Background: an optimization exercise with open tools, aiming at small area. Do not read the settings as production practice. The RTL was checked by simulation tests, not by an equivalence proof against the original design.

==> design/flow/design.v <==
module servo_law (
    input  wire        clk,
    input  wire        rst,           
    input  wire [31:0] setpoint,      
    input  wire [5:0]  in_shift,
    input  wire [31:0] kp,
    input  wire [31:0] ki,
    input  wire [31:0] kd,
    input  wire [31:0] kf,
    input  wire [31:0] ff_in,
    input  wire [31:0] offset,
    input  wire [31:0] out_min,
    input  wire [31:0] out_max,
    input  wire [31:0] slew,
    input  wire [23:0] cmp_base,      
    input  wire [23:0] cmp_gain,      
    output wire        ready,
    input  wire        init,          
    input  wire [31:0] init_u,
    input  wire [31:0] init_i,
    input  wire        step,          
    input  wire        no_target,
    input  wire [31:0] meas,          
    output reg         done,
    output reg  [23:0] cmp,
    output reg  [31:0] u_out,
    output reg  [3:0]  flags          
);
    localparam [1:0] S_IDLE = 2'd0, S_PID = 2'd1, S_OUT = 2'd2, S_CMP = 2'd3;
    reg  [1:0]  state;
    reg  signed [31:0] u_st;
    reg  signed [31:0] i_st;
    reg  signed [31:0] eprev_st;
    reg                first_st;
    reg  signed [31:0] meas_q;
    reg                nt_q;
    reg  signed [31:0] e_q, p_q, inew_q, d_q, f_q;
    reg  signed [31:0] u_q;
    reg                sat_q, lim_q, slew_q;
    assign ready = (state == S_IDLE);
    wire signed [31:0] s_kp   = kp;
    wire signed [31:0] s_ki   = ki;
    wire signed [31:0] s_kd   = kd;
    wire signed [31:0] s_kf   = kf;
    wire signed [31:0] s_ff   = ff_in;
    wire signed [31:0] s_off  = offset;
    wire signed [31:0] s_min  = out_min;
    wire signed [31:0] s_max  = out_max;
    wire signed [31:0] s_slew = slew;
    wire signed [31:0] s_sp   = setpoint;
    wire signed [32:0] e_raw = s_sp - meas_q;
    wire signed [71:0] e_x   = e_raw;
    wire signed [71:0] e_sh  = e_x <<< 8;
    wire signed [71:0] e_rh  = (in_shift == 6'd0) ? 72'sd0 : (72'sd1 <<< (in_shift - 6'd1));
    wire signed [71:0] e_full = (e_sh + e_rh) >>> in_shift;
    wire               e_ov  = (e_full > 72'sd2147483647) || (e_full < -72'sd2147483648);
    wire signed [31:0] e_val = (e_full > 72'sd2147483647)  ? 32'sh7fffffff :
                               (e_full < -72'sd2147483648) ? 32'sh80000000 : e_full[31:0];
    wire signed [63:0] p_prod = s_kp * e_val;
    wire signed [63:0] p_rnd  = (p_prod + 64'sd8388608) >>> 24;
    wire               p_ov   = (p_rnd > 64'sd2147483647) || (p_rnd < -64'sd2147483648);
    wire signed [31:0] p_val  = (p_rnd > 64'sd2147483647)  ? 32'sh7fffffff :
                                (p_rnd < -64'sd2147483648) ? 32'sh80000000 : p_rnd[31:0];
    wire signed [63:0] i_prod = s_ki * e_val;
    wire signed [63:0] i_rnd  = (i_prod + 64'sd8388608) >>> 24;
    wire signed [63:0] i_sum  = i_rnd + i_st;
    wire signed [31:0] i_val  = (i_sum < s_min) ? s_min :
                                (i_sum > s_max) ? s_max : i_sum[31:0];
    wire signed [32:0] de     = e_val - eprev_st;
    wire signed [64:0] d_prod = s_kd * de;
    wire signed [64:0] d_rnd  = (d_prod + 65'sd8388608) >>> 24;
    wire               d_ov   = (d_rnd > 65'sd2147483647) || (d_rnd < -65'sd2147483648);
    wire signed [31:0] d_val  = (d_rnd > 65'sd2147483647)  ? 32'sh7fffffff :
                                (d_rnd < -65'sd2147483648) ? 32'sh80000000 : d_rnd[31:0];
    wire signed [63:0] f_prod = s_kf * s_ff;
    wire signed [63:0] f_rnd  = (f_prod + 64'sd8388608) >>> 24;
    wire               f_ov   = (f_rnd > 64'sd2147483647) || (f_rnd < -64'sd2147483648);
    wire signed [31:0] f_val  = (f_rnd > 64'sd2147483647)  ? 32'sh7fffffff :
                                (f_rnd < -64'sd2147483648) ? 32'sh80000000 : f_rnd[31:0];
    wire signed [34:0] v_sum = s_off + p_q + inew_q + d_q + f_q;
    wire               v_ov  = (v_sum > 35'sd2147483647) || (v_sum < -35'sd2147483648);
    wire signed [31:0] v_sat = (v_sum > 35'sd2147483647)  ? 32'sh7fffffff :
                               (v_sum < -35'sd2147483648) ? 32'sh80000000 : v_sum[31:0];
    wire               v_lim = (v_sat < s_min) || (v_sat > s_max);
    wire signed [31:0] v_cl  = (v_sat < s_min) ? s_min :
                               (v_sat > s_max) ? s_max : v_sat;
    wire signed [32:0] lo    = u_st - s_slew;
    wire signed [32:0] hi    = u_st + s_slew;
    wire               slew_on = (s_slew > 32'sd0);
    wire               v_slw = slew_on && ((v_cl < lo) || (v_cl > hi));
    wire signed [31:0] u_val = !slew_on   ? v_cl :
                               (v_cl < lo) ? lo[31:0] :
                               (v_cl > hi) ? hi[31:0] : v_cl;
    wire signed [32:0] dlt   = u_val - u_st;
    wire               dlt_ov = (dlt > 33'sd2147483647) || (dlt < -33'sd2147483648);
    wire signed [24:0] s_gain = {1'b0, cmp_gain};
    wire signed [24:0] s_base = {1'b0, cmp_base};
    wire signed [56:0] c_prod = u_q * s_gain;
    wire signed [56:0] c_rnd  = (c_prod + 57'sd8388608) >>> 24;
    wire signed [56:0] c_sum  = c_rnd + s_base;
    wire               c_ov   = (c_sum > 57'sd16777215) || (c_sum < 57'sd0);
    wire        [23:0] c_val  = (c_sum > 57'sd16777215) ? 24'hffffff :
                                (c_sum < 57'sd0)        ? 24'h000000 : c_sum[23:0];
    always @(posedge clk) begin
        if (rst) begin
            state    <= S_IDLE;
            done     <= 1'b0;
            u_st     <= 32'sd0;
            i_st     <= 32'sd0;
            eprev_st <= 32'sd0;
            first_st <= 1'b1;
        end else begin
            done <= 1'b0;
            case (state)
                S_IDLE: begin
                    if (step) begin
                        meas_q <= meas;
                        nt_q   <= no_target;
                        state  <= S_PID;
                    end else if (init) begin
                        u_st     <= init_u;
                        i_st     <= init_i;
                        eprev_st <= 32'sd0;
                        first_st <= 1'b1;
                    end
                end
                S_PID: begin
                    e_q    <= e_val;
                    p_q    <= p_val;
                    inew_q <= i_val;
                    d_q    <= first_st ? 32'sd0 : d_val;
                    f_q    <= f_val;
                    sat_q  <= e_ov | p_ov | (d_ov & ~first_st) | f_ov;
                    state  <= S_OUT;
                end
                S_OUT: begin
                    if (nt_q) begin
                        u_q    <= u_st;
                        sat_q  <= 1'b0;
                        lim_q  <= 1'b0;
                        slew_q <= 1'b0;
                    end else begin
                        u_q    <= u_val;
                        sat_q  <= sat_q | v_ov | dlt_ov;
                        lim_q  <= v_lim;
                        slew_q <= v_slw;
                    end
                    state <= S_CMP;
                end
                S_CMP: begin
                    cmp   <= c_val;
                    u_out <= u_q;
                    flags <= {nt_q, slew_q, lim_q, sat_q | c_ov};
                    done  <= 1'b1;
                    if (nt_q) begin
                        first_st <= 1'b1;
                    end else begin
                        u_st     <= u_q;
                        i_st     <= inew_q;
                        eprev_st <= e_q;
                        first_st <= 1'b0;
                    end
                    state <= S_IDLE;
                end
            endcase
        end
    end
endmodule
==> design/flow/run.sh <==
#!/bin/bash
# synth_recipe.tcl (not shown) runs the flow's synth.tcl, then flattens the netlist and writes it again
# the make line also repeats each setting of config.mk as NAME=value (left out here)
make -C /OpenROAD-flow-scripts/flow DESIGN_CONFIG=/design/flow/config.mk WORK_HOME=/design/flow/orfs CLKGATE_MAP_FILE= SYNTH_SCRIPT=/design/flow/synth_recipe.tcl finish
==> design/flow/config.mk <==
export PLATFORM = sky130hd
export DESIGN_NAME = servo_law
export DESIGN_NICKNAME = servo_law
export VERILOG_FILES = /design/flow/design.v
export SDC_FILE = /design/flow/constraint.sdc
export NUM_CORES = 4
export LEC_CHECK = 0
export CAP_MARGIN = 20
export CORE_MARGIN = 2
export CORE_UTILIZATION = 40
export SLEW_MARGIN = 20
==> design/flow/constraint.sdc <==
create_clock -name core_clock -period 30.0 [get_ports {clk}]
set_input_delay 6.0000 -clock core_clock [delete_from_list [all_inputs] [get_ports {clk}]]
set_output_delay 6.0000 -clock core_clock [all_outputs]
set_load 0.01 [all_outputs]
==> flow_summary.yaml <==
run_status:
  status: "finished clean"
hold_path:
  worstHoldStart: "lim_q"
  holdPathStages: 0
  hold_path.class: "reg -> reg"
  hold_end: "flags[1]"
sta:
  period_share_pct: 96.32
  setup_viol_count_final: 0
  hold_ws_ns: 0.4308
  finalHoldViolCount: 0
  worst_slack_ns: 1.105
  rsz0062_at_grt: "false"
  max_freq_ghz: 0.03461
  finalMaxSlewViolations: 0
  fin_crit_ns: 28.90
  finalSetupTns_ns: 0
  max_slew_margin_pct: 17.27
  skew_ns: 0.06872
  tightest_slew_ns: 1.236
global_routing:
  grt_pass1_vias: 181900
  grt_pass1_wl_mm: 1161
  antenna_found_initial: 121
  track_usage_pct: 28.55
  grt_max_degree: 79
  overflow: 0
floorplanning:
  die_width_microns: 736.5
  boundaryPins: 537
  num_rows: 269
  die_y_microns: 736.5
  start_util_pct: 40.08
  core_sq_um: 535500
  die-area_sq_um: 542400
worst_setup_path:
  path_max_fanout: 21
  r2r.worst_path.cells: 108
  rrSetupSlack_ns: 6.31
  cp.required_ns: 30.48
  arrival_ns: 29.38
  cp_common_cell: "buf_4"
  r2r-start: "meas_q[1]"
  critPathKind: "in -> reg"
  crit_path_end_kind: "flop"
  worst_path_largest_cell_delay_ns: 0.57
  crit_slowest_cell: "fa_1"
  r2r_end: "inew_q[13]"
  crit_path_start: "setpoint[1]"
  crit_path_start_kind: "primary input"
routing:
  num_vias: 171100
  wire_per_inst_microns: 23.76
  ant_nets: 0
  post-route-drc-count: 0
  drt_iter0_drc: 13660
  first_pass_iters: 6
  routed_via_density: 5.304
  routed_wl_mm: 766.3
synth:
  ys_async_sr_fraction_pct: 0
  ys_seq_elements: 388
  syn-num-nets: 31040
  ys_warn_count: 1
  mappedNetlistArea_sq_um: 214600
  ys_seq_area_share_pct: 4.963
  synth-edff-count: 288
  yosysUniqueCellTypes: 118
  ys.flop_type: "edfxtp_1"
  syn_avg_cell_area_sq_um: 8.985
  synth_area_leaders: "fa_1 (49%), inv_1 (9.4%), ha_1 (8.3%), nand2_1 (6.2%), and2_1 (4.9%)"
  synth_area_leader_cell: "fa_1"
  synth_top_area_share_pct: 48.98
  synth_cells: 23880
clock_network:
  cts_buffer_depth: 3
  cts_tree: "yes"
  htree_levels: 2
  root_buffer: "clkbuf_16"
  cts_buffers: 50
  cts.sinks: 388
  cts_hold_buf: 0
  clk_pin_slew_ns: 0.07
  clk-insertion-delay-late_ns: 0.76
final_layout:
  ff_latch_area_sq_um: 10650
  syn2layout_area_growth_pct: 12.40
  nNetsFinal: 32140
  fillCellCount: 52220
  final_cell_area_sq_um: 241200
  multi_input_area_sq_um: 180500
  final_cells: 32260
  drive_above_1_share_pct: 8.853
placement:
  postPlaceCellArea_sq_um: 238100
  place_ws_ns: -2.545
  gp_congestion: 1.004
  place_inst: 32080
  io_buffers: 536
  dp_hpwl_mm: 616.3
run:
  cap_viol_max_count: 0
==> cells by family (layout without fill, tap and decap cells) <==
group | Yosys count | count (layout) | share of synthesized area, %
XOR/XNOR | 461 | 461 | 1.881
flip-flops | 388 | 388 | 4.963
AO/OA/AOI/OAI | 2302 | 2302 | 7.040
AND/OR/NAND/NOR | 7156 | 7156 | 15.83
adder cells (fa/ha/maj) | 6681 | 6681 | 57.32
buffers and inverters | 6616 | 7754 | 11.60
other | 2 | 56 | 0.003500
multiplexers | 277 | 277 | 1.361
==> worst max-delay path by stage <==
stage | cells past startpoint | slack (ns) | end
global route | 118 | 0.02 | sat_q
floorplan | 109 | 0.30 | sat_q
global placement | 112 | -2.39 | sat_q
CTS | 115 | 0.03 | sat_q
finish | 108 | 1.10 | inew_q[13]
detailed placement | 112 | -2.55 | sat_q
==> placed cells by master (no fill, tap or decap), drive strengths merged, types with 28 or more instances in the layout <==
master,instances
edfxtp,288
a21boi,54
mux2i,239
nor4,39
ha,1431
xor2,136
or2,28
o21a,94
clkbuf,69
a21oi,583
nand3,154
nand4,115
nor2b,263
o211ai,65
nand2b,203
a22oi,45
fa,5250
o21ai,519
o221ai,41
a31oi,76
diode,54
mux2,29
nor2,717
clkdlybuf4s50,478
and2,1697
and3,64
o21bai,47
inv,5391
xnor2,325
a211oi,142
dfxtp,100
buf,1789
or3,35
o31ai,41
a21o,247
nand2,3549
nor3,196
==> routing by layer <==
layer | global-route usage (%) | routed length [microns] | part of all wire [%] | vias to the layer above
li1 | - | - | - | 73870
met1 | 39.20 | 321300 | 42 | 88790
met2 | 44.54 | 339700 | 44 | 7035
met3 | 6.574 | 72270 | 9.4 | 1301
met4 | 9.619 | 32530 | 4.2 | 84
met5 | 0 | 526 | 0.069 | -
==> flip-flops by register name (all words and copies together) (netlist names) <==
signal    count
sat_q         1
u_q          32
state         2
e_q          32
flags         4
u_out        32
inew_q       32
nt_q          1
done          1
p_q          32
eprev_st     32
f_q          32
cmp          24
u_st         32
slew_q        1
i_st         32
lim_q         1
meas_q       32
d_q          32
first_st      1
==> cell type report <==
cell class | count | area share [%]
inverter | 5386 | 8.382
antenna | 54 | 0.05602
timing repair buffer | 2274 | 7.857
sequential | 388 | 4.415
multi-input combinational | 16880 | 74.84
clock buffer | 62 | 0.5675
tap | 7181 | 3.725
clock inverter | 32 | 0.1603
==> Yosys cell counts, types with 27 or more instances <==
library cell	instances
dfxtp_1	100
nor4_1	35
edfxtp_1	288
nor2b_1	263
o221ai_1	41
o21a_1	94
a21boi_0	54
clkbuf_1	1170
nand3_1	153
nor3_1	194
o21ai_1	54
a22oi_1	44
a211oi_1	140
or2_2	27
nand2_1	3549
o21ai_0	465
nand4_1	113
a31oi_1	76
nand2b_1	203
inv_1	5384
a21oi_1	579
or3_1	34
a221oi_1	27
fa_1	5250
and3_1	63
nor2_1	716
o21bai_1	47
o211ai_1	65
and2_1	1697
mux2_2	29
ha_1	1431
buf_1	34
o2111ai_1	27
xnor2_1	325
o31ai_1	39
mux2i_1	239
a21o_1	247
xor2_1	136
==> repair_timing <==
action,CTS,global route
gates cloned,0,3
pin swaps,12,56
buffers inserted,5,16
resized for setup,72,155
endpoints found under the setup margin,65,65
==> critical path, delay by kind of cell <==
family / cells / cell delay [ns]
xor+xnor: 3 / 0.39
simple gates: 18 / 2.85
fa+ha+maj: 13 / 5.68
compound gates: 53 / 10.21
mux: 3 / 0.78
buf+inv: 18 / 3.37
==> metrics by stage <==
stage                     utilization [%]
after floorplan                         -
after global placement              44.47
after detailed placement            44.47
after CTS                           44.86
after global routing                45.02
final                               45.04

## what the ideal ports hide
The flow's constraints put no driver on any port. The routed layout listed below was extracted and timed again, unchanged, in two steps. Step 1 (the two cells are an assumption about what drives the block):
set clk [get_ports {clk}]
set_driving_cell -lib_cell sky130_fd_sc_hd__clkbuf_16 $clk
set_driving_cell -lib_cell sky130_fd_sc_hd__buf_2 [delete_from_list [all_inputs] $clk]
Step 2 moves the port delays by t, midway between the first and last clock arrival at a register: inputs arrive t later, outputs are due t later. That takes back most of the time a late clock gives input paths. Three values: no drivers, after step 1, after step 2; two values: the first two.
t (ns): 0.826
setup WS [ns]: 1.105 / 1.181 / 0.355
latest minus earliest clock arrival (ns): 0.069 / 0.070
worst data-port slew with drivers (ns): 0.45
pins driven straight from the clock port: 1
After both steps setup and hold are still met in this run. For this run, drivers alone change the setup slack by +0.076 ns; drivers and shift together by -0.750 ns.
